What follows belongs to an exercise in optimizing a design on an open flow for small area, a short achievable clock period and few clock cycles; a production flow would make more cautious choices. Only simulation tests tie the RTL to the original design; equivalence was not proved. No activity file was given, so power comes from the tool's default toggle rates.

==> build 93 <==
Design click_seq, start of the top module:
module click_seq (
    input             clk,
    input             rst,
    input             start,
    input      [9:0]  start_entry,
    input             start_react,
    input      [15:0] start_src,
    input      [2:0]  start_sev,
    input             stop,
    input             retire,
    input      [24:0] step_limit,
    output            imem_en,
    output     [9:0]  imem_addr,
    input      [38:0] imem_rdata,
    output            imem_we,
    output     [38:0] imem_wdata,
    output            obj_req,
    output     [2:0]  obj_op,
    output     [27:0] obj_addr,
    output            obj_hi,
    output     [63:0] obj_wdata,
    input             obj_ack,
    input      [7:0]  obj_status,
    input      [31:0] obj_rdata,
    output            tx_abort,
    input      [31:0] ft_now,
    input      [23:0] evt_set,
    input      [23:0] evt_clr,
    output     [23:0] evt,
    output     [2:0]  state,
    output     [9:0]  pc,
    output     [2:0]  flags,
    output     [3:0]  depth,
    output     [7:0]  fault,
    output     [7:0]  last_status,
    output            fault_raise,
    input      [2:0]  dbg_sel,
    output     [31:0] dbg_rdata
);
export LEC_CHECK = 0
export CAP_MARGIN = 20
export CORE_MARGIN = 2
export CORE_UTILIZATION = 40
export SETUP_SLACK_MARGIN = 2.5
export SLEW_MARGIN = 20
create_clock -name core_clock -period 12.0 [get_ports {clk}]
run.sh (not shown) runs the stock make flow with config.mk's settings and CLKGATE_MAP_FILE= SYNTH_SCRIPT=/design/flow/synth_recipe.tcl, a recipe that flattens the netlist after the stock synthesis.
==> inputs of build 98, as changes to build 93 <==
--- a/flow/design.v
+++ b/flow/design.v
@@ -65,13 +65,17 @@
     reg        tx_held;
     reg        tx_abort_r;
     reg        fault_raise_r;
     reg [31:0] tgt;
     reg        nolim;
+    reg        wte;       
+    reg        ehit_r;    
+    reg        tge_r, tm1_r, tmx_r;
+    reg        ft0_r;     
     reg [2:0]  oop;
     reg        ohi;
-    reg [27:0] oaddr;
+    reg [6:0]  chk;       
     reg        dbl;
     wire s_run  = (fsm == S_RUN);
     wire s_acc  = (fsm == S_ACC);
     wire s_wait = (fsm == S_WAIT);
     reg [5:0]  syn;
@@ -134,10 +138,12 @@
     wire [2:0]  d_sel = s_acc ? i_rd : dbg_sel;
     wire [31:0] va  = g[i_ra];
     wire [31:0] vb  = g[i_rb];
     wire [31:0] vd  = g[d_sel];
     wire [31:0] op2 = i_i ? {16'd0, i_imm} : vb;
+    wire        ldst = (i_op[4:1] == 4'b0100);                         
+    wire [31:0] opb = (i_i || ldst) ? {16'd0, i_imm} : vb;
     wire rd_z  = (i_rd == 3'd0);
     wire ra_z  = (i_ra == 3'd0);
     wire rb_z  = (i_rb == 3'd0);
     wire imm_z = (i_imm == 16'd0);
     wire op2_ok = i_i ? rb_z : imm_z;
@@ -194,35 +200,38 @@
     wire [9:0] pc_p1  = pc_r + 10'd1;
     wire       at_end = (pc_r == 10'd1023);
     wire [9:0] stk_top = stk[sp[2:0] - 3'd1];
     wire        sub  = i_op == OP_SUB || i_op == OP_CMP;
     wire [31:0] aa   = wait_op ? ft_now : va;
-    wire [31:0] bb   = op2 ^ {32{sub}};
+    wire [31:0] bb   = opb ^ {32{sub}};
     wire [33:0] sum2 = {1'b0, aa, 1'b1} + {1'b0, bb, sub};
     wire [32:0] sum  = sum2[33:1];
     wire [31:0] t_diff = ft_now - tgt;
-    wire        t_done = !t_diff[31];
+    wire        tick   = ft_now[0] ^ ft0_r;
+    wire        t_done = (tge_r && !(tmx_r && tick)) || (tm1_r && tick);
+    wire        op2_hz = (op2[30:1] == 30'd0);
+    wire        w_abs  = i_h;
     reg [31:0] res;
     always @* begin
         case (i_op[2:0])
             3'd1:    res = {i_h ? i_imm : 16'd0, i_imm};
             3'd4:    res = va & op2;
             3'd5:    res = va | op2;
             default: res = sum[31:0];
         endcase
     end
     wire [23:0] e_hit = evt_r & va[23:0];
-    wire        w_evt = i_op[0] && (e_hit != 24'd0);
-    wire        wdone = w_evt || (!(i_op[0] && nolim) && t_done);
+    wire        wdone = (wte && ehit_r) || (!(wte && nolim) && t_done);
     wire ctl   = !rst && !((retire || stop) && fsm != S_RETIRED);
     wire e_ok  = s_run && !lim_hit && !ecc_err && !illegal;
     wire wr_hi = ctl && ((e_ok && i_op != OP_HALT && i_op[4:3] == 2'b00 && i_op[2:1] != 2'b11) ||
                          (s_acc && obj_ack && oop == ACC_LDO && obj_status == 8'h00) ||
-                         (s_wait && i_op[0] && wdone));
+                         (s_wait && wte && wdone));
     wire wr_lo = wr_hi && !(i_op == OP_LDI && i_h);
     wire [31:0] gw = s_run ? res : s_acc ? obj_rdata : {8'd0, e_hit};
-    wire [23:0] evt_take = (s_wait && ctl && i_op[0]) ? e_hit : 24'd0;
+    wire [23:0] evt_take = (s_wait && ctl && wte) ? e_hit : 24'd0;
+    wire [23:0] evt_nx   = (evt_r & ~evt_clr & ~evt_take) | evt_set;
     integer k;
     always @(posedge clk) begin
         if (rst) begin
             for (k = 0; k < 8; k = k + 1)
                 g[k] <= 32'd0;
@@ -238,17 +247,19 @@
             if (wr_hi) g[i_rd][31:16] <= gw[31:16];
         end
     end
     always @(posedge clk) begin
         if (s_run) begin
-            tgt   <= ecc_err ? cw_fix[31:0] : (i_op == OP_WAITT && i_h) ? va : sum[31:0];
+            tgt   <= ecc_err ? cw_fix[31:0] :
+                     (i_op == OP_WAITT && i_h) ? va :
+                     (i_op == OP_EMIT) ? {25'd0, va[6:0]} :
+                     (i_op == OP_TXB || i_op == OP_TXC) ? 32'd0 : sum[31:0];
+            chk   <= cw_fix[38:32];
             nolim <= (op2 == 32'd0);
+            wte   <= i_op[0];
             dbl   <= sec_double;
             ohi   <= i_h;
-            oaddr <= ecc_err ? {21'd0, cw_fix[38:32]} :
-                     (i_op == OP_EMIT) ? {21'd0, va[6:0]} :
-                     (i_op == OP_LDO || i_op == OP_STO) ? va[27:0] + {20'd0, i_imm[7:0]} : 28'd0;
             case (i_op)
                 OP_LDO:  oop <= ACC_LDO;
                 OP_STO:  oop <= ACC_STO;
                 OP_TXB:  oop <= ACC_TXB;
                 OP_TXC:  oop <= ACC_TXC;
@@ -280,11 +291,11 @@
             tx_abort_r <= tx_held;
         end else begin
             case (fsm)
                 S_STOP, S_FAULT: begin
                     if (start) begin
-                        fsm     <= S_FETCH;
+                        fsm     <= S_RUN;
                         pc_r    <= start_entry;
                         fz      <= 1'b0;
                         fc      <= 1'b0;
                         fn      <= 1'b0;
                         sp      <= 4'd0;
@@ -367,11 +378,11 @@
                             fault_r       <= FLT_PC_END;
                             fault_raise_r <= 1'b1;
                             tx_held       <= 1'b0;
                             tx_abort_r    <= tx_held;
                         end else begin
-                            fsm  <= S_FETCH;
+                            fsm  <= S_RUN;
                             pc_r <= pc_p1;
                         end
                     end
                 end
                 default: begin    
@@ -389,24 +400,40 @@
     end
     always @(posedge clk) begin
         if (rst)
             evt_r <= 24'd0;
         else
-            evt_r <= (evt_r & ~evt_clr & ~evt_take) | evt_set;
+            evt_r <= evt_nx;
+    end
+    always @(posedge clk)
+        ehit_r <= ((evt_nx & va[23:0]) != 24'd0);
+    always @(posedge clk) begin
+        ft0_r <= ft_now[0];
+        if (s_run) begin
+            tge_r <= !w_abs && (op2[31] ? !(op2_hz && !op2[0]) : (op2_hz && !op2[0]));
+            tm1_r <= !w_abs && !op2[31] && op2_hz && op2[0];
+            tmx_r <= !w_abs && op2[31] && op2_hz && op2[0];
+        end else begin
+            tge_r <= !t_diff[31];
+            tm1_r <= (t_diff == 32'hFFFFFFFF);
+            tmx_r <= (t_diff == 32'h7FFFFFFF);
+        end
     end
-    assign imem_en    = (fsm == S_FETCH) || s_run || s_acc || s_wait;
+    wire   s_idle     = (fsm == S_STOP) || (fsm == S_FAULT);
+    assign imem_en    = (fsm == S_FETCH) || s_run || s_acc || s_wait || (s_idle && start);
     assign imem_addr  = (s_run && redir_imm) ? i_imm[9:0] :
                         (s_run && is_ret)    ? stk_top :
-                        ((s_run && !stall_op) || (s_acc && obj_ack)) ? pc_p1 : pc_r;
+                        (s_idle)             ? start_entry :
+                        ((s_run && !stall_op) || (s_acc && obj_ack) || (s_wait && wdone)) ? pc_p1 : pc_r;
     assign imem_we    = (fsm == S_FIX) && !dbl;
-    assign imem_wdata = {oaddr[6:0], tgt};
+    assign imem_wdata = {chk, tgt};
     assign obj_req   = s_acc;
     assign obj_op    = oop;
-    assign obj_addr  = oaddr;
+    assign obj_addr  = tgt[27:0];
     assign obj_hi    = ohi;
     assign obj_wdata[31:0]  = (oop == ACC_STO)  ? vd :
-                              (oop == ACC_TXC)  ? op2 :
+                              (oop == ACC_TXC)  ? (i_i ? {16'd0, i_imm} : vb) :
                               (oop == ACC_EMIT) ? {28'd0, i_imm[3:0]} : 32'd0;
     assign obj_wdata[63:32] = ((oop == ACC_STO && !i_i) || oop == ACC_EMIT) ? vb : 32'd0;
     assign tx_abort  = tx_abort_r;
     assign evt = evt_r;
     assign state = (fsm == S_STOP)    ? SQ_STOPPED :
==> flow/flow/run.sh (new file) <==
#!/bin/bash
# The standard layout (the standard.sh), with the port buffers that
# global placement inserts made from the smallest buffer cell instead of
# the delay buffer buffer_ports picks by itself. Every input and output
# port still gets its own buffer. The flow's full output goes to
# standard_flow.log; ORFS keeps each step's log under orfs/logs/.
set -euo pipefail
export BUFFER_PORTS_ARGS="-buffer_cell sky130_fd_sc_hd__buf_1"
bash standard.sh finish > standard_flow.log 2>&1
==> flow/standard.sh (new file) <==
#!/bin/bash
# synth_recipe.tcl (not shown) runs the flow's synth.tcl, then flattens the netlist and writes it again
# the make line also repeats each setting of config.mk as NAME=value (left out here)
make -C /OpenROAD-flow-scripts/flow DESIGN_CONFIG=/design/flow/config.mk WORK_HOME=/design/flow/orfs CLKGATE_MAP_FILE= SYNTH_SCRIPT=/design/flow/synth_recipe.tcl "${@:-finish}"
Settings changed: CORE_UTILIZATION 40 to 55, CTS_BUF_LIST set to sky130_fd_sc_hd__clkbuf_8, SETUP_SLACK_MARGIN 2.5 to 5.
removed: flow/run.sh
==> inputs of build 96, as changes to build 93 <==
==> flow/flow/run.sh (new file) <==
#!/bin/bash
# The standard layout (the standard.sh), with the port buffers that
# global placement inserts made from the smallest buffer cell instead of
# the delay buffer buffer_ports picks by itself. Every input and output
# port still gets its own buffer.
set -euo pipefail
export BUFFER_PORTS_ARGS="-buffer_cell sky130_fd_sc_hd__buf_1"
bash standard.sh finish > standard_flow.log 2>&1
==> flow/standard.sh (new file) <==
#!/bin/bash
# synth_recipe.tcl (not shown) runs the flow's synth.tcl, then flattens the netlist and writes it again
# the make line also repeats each setting of config.mk as NAME=value (left out here)
make -C /OpenROAD-flow-scripts/flow DESIGN_CONFIG=/design/flow/config.mk WORK_HOME=/design/flow/orfs CLKGATE_MAP_FILE= SYNTH_SCRIPT=/design/flow/synth_recipe.tcl "${@:-finish}"
Settings changed: CORE_UTILIZATION 40 to 55, CTS_BUF_LIST set to sky130_fd_sc_hd__clkbuf_8, SETUP_SLACK_MARGIN 2.5 to 5.
removed: flow/run.sh
==> inputs of trial 47, as changes to build 93 <==
Settings changed: SETUP_SLACK_MARGIN 2.5 to 5.
==> comparison <==
- Trial 47 ran to the end with no violations. Build 93 ran to the end with no violations. Build 98 ran to the end with no violations. Build 96 went through all stages and came out clean.
- Between build 96 and trial 47, the lower non-clock buffer count is in build 96 (gap 37).
- In build 96 the die area is lower than in build 93, by about 27%.
- Against build 96, the sequential cell count of build 98 is lower by 15.
- Critical path depth: build 93 is higher than trial 47 (1).
- Between trial 47 and build 96, the lower worst hold slack is in trial 47 (gap 0.66 ps).
- Fmax: trial 47 > build 96 > build 98 > build 93.
- The highest via count belongs to build 96, the lowest to build 93.
- Against build 98, the sequential power of build 93 is larger by about 7%.
- Of build 98 and build 96, build 96 has the higher sequential share of layout area (gap 1.4 points).
- Clock skew, lowest first: build 98, trial 47, build 96, build 93.
==> figures <==
metric	build 93	build 98	trial 47	build 96
Power dissipated by switching net loads	2.25 mW	2.04 mW	2.35 mW	2.36 mW
Combinational fraction of design power	34.5%	35.0%	36.0%	37.6%
Placed wire-length estimate after detailed placement	123 mm	118 mm	125 mm	124 mm
Delay of the slowest cell on the worst path	760 ps	520 ps	600 ps	510 ps
Post-synthesis cell area	0.0367 mm²	0.0369 mm²	0.0367 mm²	0.0367 mm²
Crit Reg-Reg Startpoint	g[3][4]	steps[12]	fsm[1]	fsm[1]
Count of non-CTS inverters in the layout	203	210	203	203
Initial antenna violation count	7	7	9	16
Routability Congestion	1.03	1.05	1.02	1.10
Portion of synthesized cell area occupied by the leading cell type	35.0%	33.1%	35.0%	35.0%
Number of levels in the clock H-tree	2	3	2	3
Combinational power	2.13 mW	1.87 mW	2.27 mW	2.19 mW
Count of plain and timing-repair buffers in the layout	576	599	644	607
Drt wl/cell	31.2 µm	31.9 µm	32.2 µm	34.2 µm
Final #Nets	4453	4619	4522	4509
Core footprint	0.0912 mm²	0.0661 mm²	0.0912 mm²	0.0659 mm²
Number of distinct library cells after synthesis	89	82	89	89
Critical path depth in cells	8	7	7	9
Outcome	no timing/DRC/antenna violations	no timing/DRC/antenna violations	no timing/DRC/antenna violations	no timing/DRC/antenna violations
Length of routed met2 wiring	69.9 mm	70.1 mm	72.8 mm	70.9 mm
Total routing resource utilization after global routing	34.0%	46.0%	35.5%	48.9%
Total via count after detailed routing	33400	35600	34200	35900
Testbench counts of build 93, summed over its fixed seeds: cycles 142,478.
Testbench counts of build 98, summed over its fixed seeds: cycles 139,756.
Testbench counts of build 96, summed over its fixed seeds: cycles 142,478.
Testbench counts of trial 47, summed over its fixed seeds: cycles 142,478.

==> what the ideal ports hide <==
No port has a modelled driver above. Below, the same layouts with a new extraction and two added sets of constraints.
Step 1: set_driving_cell puts a clkbuf_16 on clk and a buf_2 on each other input, an assumption about the parent block.
Step 2 adds t to the input delays and takes it off the output delays; t is the mean of the earliest and latest rising clock arrival at the registers after step 1. Input paths then give back, and output paths get back, about the clock's delay inside the block.
Slacks: ideal / step 1 / step 2; pairs: ideal / step 1.
run | t (ns) | slack for setup (ns) | hold WS [ns] | worst slew at a driven data input, ns | pins driven straight from the clock port
build 93 | 0.725 | 3.069 / 3.012 / 2.528 | 0.497 / 0.497 / 0.497 | 0.13 | 1
build 98 | 0.776 | 4.871 / 4.780 / 4.152 | 0.508 / 0.508 / 0.508 | 0.19 | 1
build 96 | 0.783 | 4.909 / 4.793 / 4.180 | 0.501 / 0.501 / 0.501 | 0.15 | 1
trial 47 | 0.732 | 4.960 / 4.843 / 4.240 | 0.501 / 0.501 / 0.501 | 0.20 | 1
After both steps setup and hold are still met in every run listed. The setup slack of build 96, which loses most, moves by -0.116 ns with the drivers and by -0.729 ns with both steps.
